Background: an optimization exercise with open tools, aiming at small area, a short achievable clock period and few clock cycles per item. Do not read the settings as production practice.
Where RTL was checked, it was by simulation tests only, not by an equivalence proof against the original.

== oak ==
## sx_tag_engine
module sx_tag_engine (
  input  wire         clk,
  input  wire         rst,         
  input  wire         start,
  output wire         ready,
  input  wire [127:0] key,
  input  wire [63:0]  uid,
  input  wire [15:0]  acmd,
  input  wire [31:0]  acnt,
  input  wire [15:0]  alen,
  input  wire [63:0]  atag,
  input  wire         in_valid,
  output wire         in_ready,
  input  wire [15:0]  in_data,
  output reg          done,
  output wire [63:0]  tag,
  output wire         match
);
export LEC_CHECK = 0
export CAP_MARGIN = 10
export CELL_PAD_IN_SITES_DETAIL_PLACEMENT = 1
export CORE_MARGIN = 2
export CORE_UTILIZATION = 30
export PLACE_DENSITY = 0.5
export SETUP_SLACK_MARGIN = 2.5
export SLEW_MARGIN = 10
export SYNTH_HIERARCHICAL = 1
export SYNTH_MINIMUM_KEEP_SIZE = 0
create_clock -name core_clock -period 8.0 [get_ports {clk}]
standard.sh (not shown) runs the stock make flow with config.mk's settings and CLKGATE_MAP_FILE= SYNTH_SCRIPT=/design/flow/synth_recipe.tcl, a recipe that flattens the netlist after the stock synthesis.
==> flow/flow/run.sh <==
#!/bin/bash
# The standard layout (standard.sh), with one change: the port buffers that
# global placement adds are sky130_fd_sc_hd__buf_1 instead of the delay buffer
# buffer_ports picks by itself.  The whole output goes to standard.log here.
set -euo pipefail
export BUFFER_PORTS_ARGS="-buffer_cell sky130_fd_sc_hd__buf_1"
bash standard.sh > standard.log 2>&1
oak completed every stage of the flow, and the final layout passed the timing, design-rule and antenna checks.
Testbench counts of oak, summed over its fixed seeds: cycles 13,264, items 256.
Input changes introduced in pine (baseline for comparison: oak):
- setting GPL_ROUTABILITY_DRIVEN to 0 for the first time
- changing CAP_MARGIN from 10 to 20
- changing SLEW_MARGIN from 10 to 20
==> notes.md <==
oak leaves more setup margin than pine.
Re share of post-route cells with drive strength above 1: oak was higher than pine.
Area after detailed placement across pine and oak: no real change.
As far as synthesized area goes, oak and pine are indistinguishable; the numbers are identical.
Re final cell utilization of the core: pine and oak aren't equal, and the higher value belongs to oak.
pine vs. oak: fraction of the cycle the final worst path needs rose by 1.9 points; met3 capacity usage during global routing went up by 1.1 points; global-route usage shows a reduction of 0.57 points.

========
sx_tag_engine again, from the RTL that the note above started with.
Settings: LEC_CHECK=0, CAP_MARGIN=20, CELL_PAD_IN_SITES_DETAIL_PLACEMENT=1, CORE_MARGIN=2, CORE_UTILIZATION=30, PLACE_DENSITY=0.5, SETUP_SLACK_MARGIN=2.75, SLEW_MARGIN=20, SYNTH_HIERARCHICAL=1, SYNTH_MINIMUM_KEEP_SIZE=0; clock period 8.0 ns.
Scripts as last shown in full above: flow/flow/run.sh
The baseline finished clean.
Testbench counts at the start, summed over its fixed seeds: cycles 13,264, items 256.
Rerun with:
- CTS_CLUSTER_SIZE: unset -> 18
- SETUP_SLACK_MARGIN: 2.75 -> 2.5
Outcome:
- global-route usage goes down by 0.46 points
- wire length fell by 2.5%
- cell area decreases by 4.8%
- cell count shrinks by 0.99%
- clock-buffer cell count went down by 1

========
## run A
Another version of the RTL of sx_tag_engine (not shown whole).
For scale: ~7300 cells after synthesis, about 470 flip-flops.
Design sx_tag_engine, start of the top module:
module sx_tag_engine (
  input  wire         clk,
  input  wire         rst,         
  input  wire         start,
  output wire         ready,
  input  wire [127:0] key,
  input  wire [63:0]  uid,
  input  wire [15:0]  acmd,
  input  wire [31:0]  acnt,
  input  wire [15:0]  alen,
  input  wire [63:0]  atag,
  input  wire         in_valid,
  output wire         in_ready,
  input  wire [15:0]  in_data,
  output reg          done,
  output wire [63:0]  tag,
  output wire         match
);
export LEC_CHECK = 0
export CAP_MARGIN = 20
export CELL_PAD_IN_SITES_DETAIL_PLACEMENT = 1
export CORE_MARGIN = 2
export CORE_UTILIZATION = 35
export PLACE_DENSITY = 0.55
export SETUP_SLACK_MARGIN = 2.5
export SLEW_MARGIN = 20
export SYNTH_HIERARCHICAL = 1
export SYNTH_MINIMUM_KEEP_SIZE = 0
create_clock -name core_clock -period 8.0 [get_ports {clk}]
Scripts as last shown in full above: flow/flow/run.sh
Every stage of the flow completed for run A, and the final layout passed the timing, design-rule and antenna checks.
Testbench counts of run A, summed over its fixed seeds: cycles 13,264, items 256.
Modified inputs, run B compared to run A
Settings: CORE_UTILIZATION now 30, was 35; PLACE_DENSITY now 0.5, was 0.55.
[summary]
Run A → run B: finished layout cell area increased 1.3%; number of fillers in the final layout increased 16%; final worst-path setup slack increased 0.013 ns.
Inputs modified between run B and run C:
Settings: SETUP_SLACK_MARGIN: 2.5 -> 2.75.
--- outcome ---
- Run C: no failed stages, no open violations at the end
- Final cell count ends up lower on run B.
- The number of placed instances, taps included of run B and that of run C are within noise of each other.
- Per the comparison of run C with run B, number of slew-limit violations in the final report held, number of enable flip-flop cells after synthesis held, later-pin clock latency in the skew report went up 0.03 ns, non-clock buffer count went up 92.
- Measured against each other, run C and run B differ in mean number of vias per cell, the higher figure coming from run C.
- Between run B and run C, the number of clock sinks seen by CTS figures differ only marginally.
- Compared run C vs run B, and total of clock buffers placed in the layout is up in run C.

========
sx_tag_engine, a different RTL version from the one above (not shown whole).
Size in the first run: about 7800 cells after synthesis, ~410 I/O pins, ~64000 µm² of cells after synthesis.
Settings: LEC_CHECK=0, CAP_MARGIN=20, CELL_PAD_IN_SITES_DETAIL_PLACEMENT=1, CORE_MARGIN=2, CORE_UTILIZATION=40, PLACE_DENSITY=0.6, SETUP_SLACK_MARGIN=2.5, SLEW_MARGIN=20, SYNTH_HIERARCHICAL=1, SYNTH_MINIMUM_KEEP_SIZE=0; clock period 8.0 ns.
Scripts as last shown in full above: flow/flow/run.sh
Testbench counts at the start, summed over its fixed seeds: cycles 13,264, items 256.
Edit:
CORE_UTILIZATION = 30   (was 40)
PLACE_DENSITY = 0.5   (was 0.6)
After rerunning:
- die area rose by a quarter to a third
- core utilization decreases by 11 points
- setup slack gains 0.11 ns
- final area came out higher by a few percent
- first-iteration DRC count drops by about a fifth
- routed wire length went up by a few percent
- cell count rose by a little under a tenth
- synthesized area is unchanged

========
v50:
sx_tag_engine with an RTL version that a note above also has.
Size in the first run: roughly 7,500 cells after synthesis, ~410 I/O pins, roughly 63,000 sq um of cells after synthesis.
Settings: LEC_CHECK=0, CAP_MARGIN=20, CELL_PAD_IN_SITES_DETAIL_PLACEMENT=1, CORE_MARGIN=2, CORE_UTILIZATION=25, PLACE_DENSITY=0.45, SETUP_SLACK_MARGIN=2.5, SLEW_MARGIN=20, SYNTH_HIERARCHICAL=1, SYNTH_MINIMUM_KEEP_SIZE=0; clock period 8.0 ns.
Scripts as last shown in full above: flow/flow/run.sh
Testbench counts of v50, summed over its fixed seeds: cycles 13,264, items 256.
Relative to v50, the following input files were edited for v29:
- SETUP_SLACK_MARGIN now 2.25, was 2.5
- PLACE_DENSITY now 0.5, was 0.45
- CORE_UTILIZATION now 30, was 25
Findings:
Diff v50 -> v29: number of gates resized after cts down 229; post-route worst hold slack moved up; cell area shrank by 4.9%. Compared to v50, the routing of v29 uses less wire. Having completed the whole flow, v29 delivered a layout that passed the timing, design-rule and antenna checks.
diff inputs: v29 => v56
- SETUP_SLACK_MARGIN: 2.25 -> 2.5
==> notes.md <==
The run showing the greater clock skew is v56.
v56 vs v29, register-to-register slack went up by 0.27 ns.
The count of placed standard cells in the final layout, fillers left out number comes out lower for v29 vs v56.

========
## P
Another version of the RTL of sx_tag_engine (not shown whole).
For scale: ~7,500 cells after synthesis, roughly 62,000 um2 of cells after synthesis.
export LEC_CHECK = 0
export CAP_MARGIN = 20
export CORE_MARGIN = 2
export CORE_UTILIZATION = 50
export PLACE_DENSITY = 0.65
export SLEW_MARGIN = 20
export SYNTH_HIERARCHICAL = 1
export SYNTH_MINIMUM_KEEP_SIZE = 0
create_clock -name core_clock -period 8.0 [get_ports {clk}]
run.sh (not shown) runs the stock make flow with config.mk's settings and CLKGATE_MAP_FILE= SYNTH_SCRIPT=/design/flow/synth_recipe.tcl, a recipe that flattens the netlist after the stock synthesis.
Stock flow here: none of the scripts above is used.
P: done, clean on timing, DRC and antenna
The inputs of Q differ from those of P as listed below.
Settings: PLACE_DENSITY: 0.65 -> 0.45; CORE_UTILIZATION: 50 -> 25; SETUP_SLACK_MARGIN: unset -> 1.5.
Findings:
Total die area: Q worse than P
Q: post-CTS repair timing setup buffer count is 5 higher than what P reported.
Worst reg-to-reg path cell count: Q higher than P
Where final design area excluding fillers is concerned, P is better than Q.
Q ends up with a total length of routed wires that is about 15% higher than in P.
Diff P -> Q: post-detailed-placement half-perimeter wirelength increased by about 17% relative to the old numbers, post-synthesis average cell area closely matched the old numbers, relative area of non-clock buffer cells in the final design increased by 0.37 points relative to the old numbers.
Summary: with P as the reference, fmax in Q moved up by more than 10%.
Q improves on P in shortest clock period the worst path allows after layout.
No run of this note included a check of the RTL's function; only the layout flow was run.

========
sx_tag_engine, a different RTL version from the one above (not shown whole).
Size: ~7600 cells after synthesis, roughly 470 flip-flops, ~410 I/O pins, about 0.064 mm² of cells after synthesis.
Design sx_tag_engine, start of the top module:
module sx_tag_engine (
  input  wire         clk,
  input  wire         rst,         
  input  wire         start,
  output wire         ready,
  input  wire [127:0] key,
  input  wire [63:0]  uid,
  input  wire [15:0]  acmd,
  input  wire [31:0]  acnt,
  input  wire [15:0]  alen,
  input  wire [63:0]  atag,
  input  wire         in_valid,
  output wire         in_ready,
  input  wire [15:0]  in_data,
  output reg          done,
  output wire [63:0]  tag,
  output wire         match
);
  localparam [1:0] P_IDLE = 2'd0,    
                   P_MSG  = 2'd1,    
                   P_L    = 2'd2,    
                   P_FIN  = 2'd3;    
  reg  [1:0]   ph;
  reg  [127:0] st;         
  reg  [127:0] rk;         
  reg  [127:0] blk;        
  reg  [3:0]   rnd;        
  reg          last;       
  reg  [14:0]  wrem;       
  reg          wodd;       
  reg          wz;         
  reg  [2:0]   wpos;       
  reg          bfull;      
  reg  [7:0] rcon;
  always @(*) begin
    case (rnd)
      4'd1:    rcon = 8'h01;
      4'd2:    rcon = 8'h02;
      4'd3:    rcon = 8'h04;
      4'd4:    rcon = 8'h08;
      4'd5:    rcon = 8'h10;
  ...
Settings: LEC_CHECK=0, CAP_MARGIN=20, CELL_PAD_IN_SITES_DETAIL_PLACEMENT=1, CORE_MARGIN=2, CORE_UTILIZATION=30, PLACE_DENSITY=0.5, SETUP_SLACK_MARGIN=2.5, SLEW_MARGIN=20, SYNTH_HIERARCHICAL=1, SYNTH_MINIMUM_KEEP_SIZE=0; clock period 8.0 ns.
standard.sh (not shown) runs the stock make flow with config.mk's settings and CLKGATE_MAP_FILE= SYNTH_SCRIPT=/design/flow/synth_recipe.tcl, a recipe that flattens the netlist after the stock synthesis.
Scripts as last shown in full above: flow/flow/run.sh
The first run passed the timing, design-rule and antenna checks.
Testbench counts at the start, summed over its fixed seeds: cycles 13,264, items 256.
Rerun with:
Settings changed: SETUP_SLACK_MARGIN 2.5 to 2.75.
- cell count is higher by 1.1%
- worst setup slack is better by 0.20 ns
- count of clock-buffer cells in the layout is higher by 15

==> static timing again, ports no longer ideal <==
In the flow no input, the clock included, has a driving cell. The finished layouts below were timed again as built, in two steps. Step 1: set_driving_cell puts a clkbuf_16 on clk and a buf_2 on each other input, an assumption about the parent block. Step 2, shift: input delay + t, output delay - t, t = (earliest + latest rising clock arrival at the registers) / 2. This alone moves slack from input paths to output paths. Three values: ideal ports, drivers, drivers and shift; two values: the first two.
| run | shift t [ns] | setup slack, ns | slew at the worst register clock pin (ns) | cell pins on the clock port's net |
|---|---|---|---|---|
| oak | 0.776 | 2.576 / 2.576 / 2.147 | 0.07 / 0.07 | 1 |
| pine | 0.791 | 2.425 / 2.425 / 1.924 | 0.07 / 0.07 | 1 |
| the first run of note 2 | 0.801 | 2.705 / 2.705 / 2.333 | 0.07 / 0.07 | 1 |
| the second run of note 2 | 0.796 | 2.548 / 2.548 / 2.179 | 0.07 / 0.07 | 1 |
| run A | 0.792 | 2.581 / 2.581 / 2.236 | 0.07 / 0.07 | 1 |
| run B | 0.754 | 2.594 / 2.594 / 2.002 | 0.07 / 0.07 | 1 |
| run C | 0.770 | 2.721 / 2.767 / 2.022 | 0.07 / 0.07 | 1 |
| the first run of note 4 | 0.785 | 2.431 / 2.431 / 2.097 | 0.07 / 0.07 | 1 |
| the second run of note 4 | 0.781 | 2.537 / 2.537 / 2.242 | 0.07 / 0.07 | 1 |
| v50 | 0.799 | 2.519 / 2.519 / 2.174 | 0.07 / 0.07 | 1 |
| v29 | 0.791 | 2.280 / 2.280 / 2.194 | 0.07 / 0.07 | 1 |
| v56 | 0.796 | 2.548 / 2.548 / 2.179 | 0.07 / 0.07 | 1 |
| P | 0.749 | 0.541 / 0.541 / 0.541 | 0.07 / 0.07 | 1 |
| Q | 0.816 | 1.678 / 1.678 / 1.179 | 0.07 / 0.07 | 1 |
| the first run of note 7 | 0.791 | 2.559 / 2.559 / 1.936 | 0.07 / 0.07 | 1 |
| the second run of note 7 | 0.775 | 2.763 / 2.763 / 2.327 | 0.07 / 0.07 | 1 |
After both steps setup and hold are still met in every run listed. For run C, which loses most, drivers alone change the setup slack by +0.046 ns; drivers and shift together by -0.699 ns.
